What follows belongs to an exercise in optimizing a design on an open flow for small area, a short achievable clock period and few clock cycles per item; a production flow would make more cautious choices. Only simulation tests tie the RTL to the original design; equivalence was not proved.

==> run F: inputs <==
// fp8_dot16_acc
module fp8_dot16_acc (
    input  wire         clk,
    input  wire         rst,         
    input  wire         in_valid,
    input  wire         in_clr,      
    input  wire         in_afp,      
    input  wire         in_wfp,      
    input  wire [127:0] in_act,      
    input  wire [127:0] in_wgt,      
    input  wire [31:0]  in_acc,      
    output reg          out_valid,
    output reg  [31:0]  out_result,  
    output reg          out_nan      
);
Settings: LEC_CHECK=0, ABC_AREA=1, CAP_MARGIN=20, CELL_PAD_IN_SITES_DETAIL_PLACEMENT=0, CELL_PAD_IN_SITES_GLOBAL_PLACEMENT=1, CORE_MARGIN=2, CORE_UTILIZATION=60, CTS_CLUSTER_DIAMETER=100, CTS_CLUSTER_SIZE=30, PLACE_DENSITY=0.72, SLEW_MARGIN=20; clock period 36.0 ns.
standard.sh (not shown) runs the stock make flow with config.mk's settings and CLKGATE_MAP_FILE= SYNTH_SCRIPT=/design/flow/synth_recipe.tcl, a recipe that flattens the netlist after the stock synthesis.
==> flow/flow/run.sh <==
#!/bin/bash
# Standard layout, with the port buffers made of buf_2 cells instead of
# the default buffer choice, and without the generic abc pass inside
# yosys's coarse synthesis (the full adders are then extracted from the
# plain XOR/majority logic; registers are unchanged).
set -e
export BUFFER_PORTS_ARGS="-buffer_cell sky130_fd_sc_hd__buf_2"
export SYNTH_ARGS="-noabc"
bash standard.sh > standard_flow.log 2>&1
==> inputs of run R, as changes to run F <==
--- a/flow/design.v
+++ b/flow/design.v
@@ -156,23 +156,22 @@
                 end
             end
         end
     endgenerate
     assign G = gd[0];
     assign P = pd[0];
 endmodule
-module c_cmp(input [70:0] a, b, output [69:0] mag, output [69:0] s1, output neg);
+module c_cmp(input [70:0] a, b, output [69:0] mag, output neg);
     wire [70:0] p = a ^ b;
     wire [70:0] G, P;
     bk_prefix #(71, 7) u (.g(a & b), .p(p), .G(G), .P(P));
     wire [70:0] c0 = {G[69:0], 1'b0};
     wire [70:0] c1 = {G[69:0] | P[69:0], 1'b1};
     assign neg = p[70] ^ c1[70];
     assign mag = p[69:0] ^ (neg ? ~c0[69:0] : c1[69:0]);
-    assign s1  = p[69:0] ^ c1[69:0];
 endmodule
 module clz70 (
     input  wire [69:0] v,
     output wire [6:0]  n
 );
     wire [71:0] w = {v, 2'b11};
     wire [8:0]  nz;
@@ -242,86 +241,75 @@
     always @* begin
         if (|w[31:24])      n = {2'd0, clz8(w[31:24])};
         else if (|w[23:16]) n = {2'd1, clz8(w[23:16])};
         else if (|w[15:8])  n = {2'd2, clz8(w[15:8])};
         else                n = {2'd3, clz8(w[7:0])};
     end
 endmodule
-module fadd_cmp (
-    input  wire [31:0] av, tv,
-    output wire        ge,
-    output wire [7:0]  da, dt
-);
-    wire [7:0] ae = (av[30:23] == 8'd0) ? 8'd1 : av[30:23];
-    wire [7:0] te = (tv[30:23] == 8'd0) ? 8'd1 : tv[30:23];
-    assign ge = av[30:0] >= tv[30:0];
-    assign da = ae - te;
-    assign dt = te - ae;
-endmodule
 module fadd_order (
     input  wire [31:0] av, tv,
-    input  wire        ge,
-    input  wire [7:0]  da, dt,
     output wire        xs, sub,
     output wire [7:0]  xe, d,
     output wire [23:0] xm, ym
 );
+    wire        ge  = av[30:0] >= tv[30:0];
     wire        az  = av[30:23] == 8'd0;
     wire        tz  = tv[30:23] == 8'd0;
     wire [7:0]  ae  = az ? 8'd1 : av[30:23];
     wire [7:0]  te  = tz ? 8'd1 : tv[30:23];
+    wire [7:0]  da  = ae - te;
+    wire [7:0]  dt  = te - ae;
     assign d   = ge ? da : dt;
     assign xe  = ge ? ae : te;
     assign xs  = ge ? av[31] : tv[31];
     assign sub = av[31] ^ tv[31];
     assign xm  = ge ? {~az, av[22:0]} : {~tz, tv[22:0]};
     assign ym  = ge ? {~tz, tv[22:0]} : {~az, av[22:0]};
 endmodule
 module fadd_add (
     input  wire [23:0] xm, ym,
     input  wire [7:0]  d,
     input  wire        sub,
-    output wire [27:0] r
+    output wire [27:0] r,
+    output wire [4:0]  lz
 );
     wire [26:0] ysh = (d >= 8'd27) ? 27'd0 : ({ym, 3'b000} >> d[4:0]);
     wire [4:0]  tzn;
     ctz24 u_tz (.v(ym), .n(tzn));
     wire        yst = (ym != 24'd0) & ({3'd0, tzn} + 8'd3 < d);
     wire [27:0] yal = {1'b0, ysh[26:1], ysh[0] | yst};
     wire [27:0] xal = {1'b0, xm, 3'b000};
     wire [28:0] aa  = {xal, 1'b1};
     wire [28:0] bb  = {yal ^ {28{sub}}, sub};
     wire [28:0] G, P;
     bk_prefix #(29, 5) u_add (.g(aa & bb), .p(aa ^ bb), .G(G), .P(P));
     wire [28:0] sm  = (aa ^ bb) ^ {G[27:0], 1'b0};
     assign      r   = sm[28:1];
+    clz28 u_lz (.v(r), .n(lz));
 endmodule
 module fadd_norm (
     input  wire [27:0] r,
+    input  wire [4:0]  rlz,
     input  wire [7:0]  xe,
     input  wire        xs, nan, pass,
     output reg  [31:0] res
 );
-    wire [27:0] mark = (xe < 8'd28) ? (28'h8000000 >> xe[4:0]) : 28'd0;
-    wire [4:0]  slz;
-    clz28 u_lz (.v(r | mark), .n(slz));
-    wire        rz = (r == 28'd0);
     reg  [7:0]  sh;
     reg  [27:0] rn;
     reg  [8:0]  fld;
     reg         rup;
     reg  [31:0] rpk;
     always @* begin
-        sh  = {3'd0, slz};
+        sh  = ({3'd0, rlz} <= xe) ? {3'd0, rlz} : xe;
         rn  = r << sh[4:0];
         fld = rn[27] ? ({1'b0, xe} + 9'd1 - {1'b0, sh}) : 9'd0;
         rup = rn[3] & ((|rn[2:0]) | rn[4]);
         rpk = {fld, rn[26:4]} + {31'd0, rup};
         if (nan)                                 res = 32'h7FC00000;
-        else if (rz)                             res = 32'd0;
+        else if (rlz[4] & rlz[3] & rlz[2])       res = 32'd0;       
         else if (!pass && rpk[31:23] >= 9'd255)  res = {xs, 31'h7F7FFFFF};
         else                                     res = {xs, rpk[30:0]};
     end
 endmodule
 module fp8_dot16_acc (
     input  wire         clk,
     input  wire         rst,         
@@ -354,136 +342,137 @@
     genvar k;
     generate
         for (k = 0; k < 16; k = k + 1) begin : g_a
             fp8_mul u_mul (.ca(act0[8*k +: 8]), .cw(wgt0[8*k +: 8]), .afp(afp0), .wfp(wfp0),
                            .x(xA[9*k +: 9]), .pe(eA[6*k +: 6]), .spc(spc[k]));
         end
     endgenerate
+    wire [34:0] cnt;
+    generate
+        for (k = 0; k < 7; k = k + 1) begin : g_cnt
+            wire [15:0] col;
+            genvar t;
+            for (t = 0; t < 16; t = t + 1) begin : g_col
+                assign col[t] = (eA[6*t+3 +: 3] == k);
+            end
+            popcnt16 u_cnt (.v(col), .n(cnt[5*k +: 5]));
+        end
+    endgenerate
     reg         v1, clr1, nan1;
     reg [1:0]   nf1;
+    reg [34:0]  corr1;
     reg [31:0]  acc1;
     reg [143:0] x1;
     reg [95:0]  e1;
     always @(posedge clk) begin
         v1   <= rst ? 1'b0 : v0;
         clr1 <= clr0;
         nan1 <= |spc;
         nf1  <= {1'b0, ~afp0} + {1'b0, ~wfp0};
         acc1 <= acc0;
         x1   <= xA;
         e1   <= eA;
+        corr1 <= cnt;
     end
     wire [1135:0] rows;
     wire [127:0]  oh;
-    wire [34:0]   cnt;
-    wire [70:0]   corr = {cnt[34:30], 3'd0, cnt[29:25], 3'd0, cnt[24:20], 3'd0,
-                          cnt[19:15], 3'd0, cnt[14:10], 3'd0, cnt[9:5], 3'd0,
-                          cnt[4:0], 15'd0};
+    wire [70:0]   corr = {corr1[34:30], 3'd0, corr1[29:25], 3'd0, corr1[24:20], 3'd0,
+                          corr1[19:15], 3'd0, corr1[14:10], 3'd0, corr1[9:5], 3'd0,
+                          corr1[4:0], 15'd0};
     wire [70:0]   csa_a, csa_b;
     generate
         for (k = 0; k < 16; k = k + 1) begin : g_b
             fp8_row u_row (.x(x1[9*k +: 9]), .pe(e1[6*k +: 6]), .row(rows[71*k +: 71]),
                            .oh(oh[8*k +: 8]));
         end
     endgenerate
-    generate
-        for (k = 0; k < 7; k = k + 1) begin : g_cnt
-            wire [15:0] col;
-            genvar t;
-            for (t = 0; t < 16; t = t + 1) begin : g_col
-                assign col[t] = oh[8*t + k];
-            end
-            popcnt16 u_cnt (.v(col), .n(cnt[5*k +: 5]));
-        end
-    endgenerate
     csa_tree17 u_tree (.rows(rows), .late(~corr), .oa(csa_a), .ob(csa_b));
     reg         v2, clr2, nan2;
     reg [1:0]   nf2;
     reg [31:0]  acc2;
     reg [70:0]  ca2, cb2;
     always @(posedge clk) begin
         v2   <= rst ? 1'b0 : v1;
         clr2 <= clr1;
         nan2 <= nan1;
         nf2  <= nf1;
         acc2 <= acc1;
         ca2  <= csa_a;
         cb2  <= csa_b;
     end
-    wire [69:0] mag, s1;
+    wire [69:0] mag;
     wire        neg;
-    c_cmp u_add (.a(ca2), .b(cb2), .mag(mag), .s1(s1), .neg(neg));
+    c_cmp u_add (.a(ca2), .b(cb2), .mag(mag), .neg(neg));
     wire [6:0]  lz, tz;
     clz70 u_lz (.v(mag), .n(lz));
     wire [69:0] rev;
     generate
         for (k = 0; k < 70; k = k + 1) begin : g_rev
-            assign rev[k] = s1[69 - k];
+            assign rev[k] = mag[69 - k];
         end
     endgenerate
     clz70 u_tz (.v(rev), .n(tz));
-    reg         v3, clr3, nan3, neg3;
-    reg [6:0]   tz3;
+    reg         v3, clr3, nan3, neg3, stk3;
     reg [1:0]   nf3;
     reg [31:0]  acc3;
     reg [69:0]  mag3;
     reg [6:0]   lz3;
     always @(posedge clk) begin
         v3   <= rst ? 1'b0 : v2;
         clr3 <= clr2;
         nan3 <= nan2;
         nf3  <= nf2;
         acc3 <= acc2;
         neg3 <= neg;
         mag3 <= mag;
         lz3  <= lz;
-        tz3  <= tz;
+        stk3 <= ({1'b0, tz} + {1'b0, lz}) <= 8'd44;
     end
-    wire        stk3 = ({1'b0, tz3} + {1'b0, lz3}) <= 8'd44;
     wire [30:0] tpk;
     sum_round u_round (.mag(mag3), .lz(lz3), .stk(stk3), .nfmt(nf3), .tpk(tpk));
     wire        tzero = lz3[6] & lz3[2] & lz3[1];          
     wire        pass  = ~clr3 & (acc3[30:23] == 8'hFF);
     wire [31:0] av    = clr3 ? 32'd0 : acc3;
     wire [31:0] tv    = (pass | tzero) ? 32'd0 : {neg3, tpk};
-    wire        ge;
-    wire [7:0]  da, dt;
-    fadd_cmp u_cmp (.av(av), .tv(tv), .ge(ge), .da(da), .dt(dt));
-    reg         v4, nan4, pass4, ge4;
-    reg [31:0]  av4, tv4;
-    reg [7:0]   da4, dt4;
+    wire        xs, sub;
+    wire [7:0]  xe, d;
+    wire [23:0] xm, ym;
+    fadd_order u_ord (.av(av), .tv(tv), .xs(xs), .sub(sub), .xe(xe), .d(d), .xm(xm), .ym(ym));
+    reg         v4, nan4, pass4, xs4, sub4;
+    reg [7:0]   xe4, d4;
+    reg [23:0]  xm4, ym4;
     always @(posedge clk) begin
         v4    <= rst ? 1'b0 : v3;
         nan4  <= nan3;
         pass4 <= pass;
-        ge4   <= ge;
-        av4   <= av;
-        tv4   <= tv;
-        da4   <= da;
-        dt4   <= dt;
+        xs4   <= xs;
+        sub4  <= sub;
+        xe4   <= xe;
+        d4    <= d;
+        xm4   <= xm;
+        ym4   <= ym;
     end
-    wire        xs, sub;
-    wire [7:0]  xe, d;
-    wire [23:0] xm, ym;
-    fadd_order u_ord (.av(av4), .tv(tv4), .ge(ge4), .da(da4), .dt(dt4), .xs(xs), .sub(sub),
-                      .xe(xe), .d(d), .xm(xm), .ym(ym));
     wire [27:0] r;
-    fadd_add u_fadd (.xm(xm), .ym(ym), .d(d), .sub(sub), .r(r));
+    wire [4:0]  rlz;
+    fadd_add u_fadd (.xm(xm4), .ym(ym4), .d(d4), .sub(sub4), .r(r), .lz(rlz));
     reg         v5, nan5, pass5, xs5;
     reg [27:0]  r5;
+    reg [4:0]   rlz5;
     reg [7:0]   xe5;
     always @(posedge clk) begin
         v5    <= rst ? 1'b0 : v4;
         nan5  <= nan4;
         pass5 <= pass4;
-        xs5   <= xs;
+        xs5   <= xs4;
         r5    <= r;
-        xe5   <= xe;
+        rlz5  <= rlz;
+        xe5   <= xe4;
     end
     wire [31:0] res;
-    fadd_norm u_norm (.r(r5), .xe(xe5), .xs(xs5), .nan(nan5), .pass(pass5), .res(res));
+    fadd_norm u_norm (.r(r5), .rlz(rlz5), .xe(xe5), .xs(xs5), .nan(nan5), .pass(pass5),
+                      .res(res));
     always @(posedge clk) begin
         out_valid  <= rst ? 1'b0 : v5;
         out_nan    <= nan5;
         out_result <= res;
     end
 endmodule
==> flow/run.sh (new file) <==
#!/bin/bash
# synth_recipe.tcl (not shown) runs the flow's synth.tcl, then flattens the netlist and writes it again
# the make line also repeats each setting of config.mk as NAME=value (left out here)
make -C /OpenROAD-flow-scripts/flow DESIGN_CONFIG=/design/flow/config.mk WORK_HOME=/design/flow/orfs CLKGATE_MAP_FILE= SYNTH_SCRIPT=/design/flow/synth_recipe.tcl finish
==> flow/config.mk (replaced) <==
export PLATFORM = sky130hd
export DESIGN_NAME = fp8_dot16_acc
export DESIGN_NICKNAME = fp8_dot16_acc
export VERILOG_FILES = /design/flow/design.v
export SDC_FILE = /design/flow/constraint.sdc
export NUM_CORES = 4
export LEC_CHECK = 0
export CAP_MARGIN = 20
export CELL_PAD_IN_SITES_DETAIL_PLACEMENT = 1
export CELL_PAD_IN_SITES_GLOBAL_PLACEMENT = 2
export CORE_MARGIN = 2
export CORE_UTILIZATION = 30
export PLACE_DENSITY = 0.5
export SLEW_MARGIN = 20
removed: flow/flow/run.sh
removed: flow/standard.sh
==> inputs of run X, as changes to run F <==
==> flow/flow/run.sh (replaced) <==
#!/bin/bash
# Standard layout, with the port buffers made of buf_2 cells instead of
# the default buffer choice, without the generic abc pass inside yosys's
# coarse synthesis (the full adders are then extracted from the plain
# XOR/majority logic; registers are unchanged), and with the resizer's
# setup repair aimed at an 8.2 ns cycle instead of only the 36 ns clock.
set -e
export BUFFER_PORTS_ARGS="-buffer_cell sky130_fd_sc_hd__buf_2"
export SYNTH_ARGS="-noabc"
export SETUP_SLACK_MARGIN=27.8
bash standard.sh > standard_flow.log 2>&1
==> flow/config.mk (replaced) <==
export PLATFORM = sky130hd
export DESIGN_NAME = fp8_dot16_acc
export DESIGN_NICKNAME = fp8_dot16_acc
export VERILOG_FILES = /design/flow/design.v
export SDC_FILE = /design/flow/constraint.sdc
export NUM_CORES = 4
export LEC_CHECK = 0
export ABC_AREA = 1
export CAP_MARGIN = 20
export CELL_PAD_IN_SITES_DETAIL_PLACEMENT = 0
export CELL_PAD_IN_SITES_GLOBAL_PLACEMENT = 1
export CORE_MARGIN = 2
export CORE_UTILIZATION = 50
export PLACE_DENSITY = 0.65
export SLEW_MARGIN = 20
==> run notes <==
Outcome: run X complete, no violations; run R complete, no violations; run F complete, no violations
Final std cells w/o fill: run X 14100; run R 15570; run F 13520
Hold worst-path end: run X nan5; run R acc2[21]; run F acc3[5]
Share of final-layout standard cells stronger than drive strength 1: run X 6.717%; run R 7.293%; run F 5.293%
Maximum number of pins on one net before global-route repair: run X 99; run R 54; run F 99
Layout overhead on the synthesized area: run X 8.209%; run R 13.02%; run F 4.747%
Area of the mapped netlist: run X 92540 um^2; run R 97480 um^2; run F 92540 um^2
Share of synthesized cell area in full adder, half adder and majority cells: run X 32.49%; run R 30.71%; run F 32.49%
Yosys cell types: run X 71; run R 117; run F 71
Utilization of the core after routing: run X 54.58%; run R 34.03%; run F 63.07%
Cells after synthesis: run X 11430; run R 10960; run F 11430
Testbench counts of run F, summed over its fixed seeds: cycles 16,056, items 16,000.
Testbench counts of run R, summed over its fixed seeds: cycles 16,056, items 16,000.
Testbench counts of run X, summed over its fixed seeds: cycles 16,056, items 16,000.

-- separate check: timing with driven ports --
How much do the figures lean on ideal ports? The routed layouts below were timed once more, with nothing changed but the port constraints.
Step 1, drivers: a clkbuf_16 drives clk and a buf_2 each remaining input, both assumed.
Step 2, shift: input delay + t, output delay - t, t = (earliest + latest rising clock arrival at the registers) / 2. This alone moves slack from input paths to output paths.
Slacks: no drivers / after step 1 / after step 2; pairs: no drivers / after step 1.
| run | shift t [ns] | setup WS [ns] | latest minus earliest clock arrival (ns) |
|---|---|---|---|
| run F | 0.801 | 27.595 / 27.511 / 28.312 | 0.053 / 0.053 |
| run R | 0.939 | 26.828 / 26.828 / 26.828 | 0.048 / 0.048 |
| run X | 0.892 | 27.552 / 27.448 / 28.340 | 0.051 / 0.052 |
After both steps setup and hold are still met in every run listed.
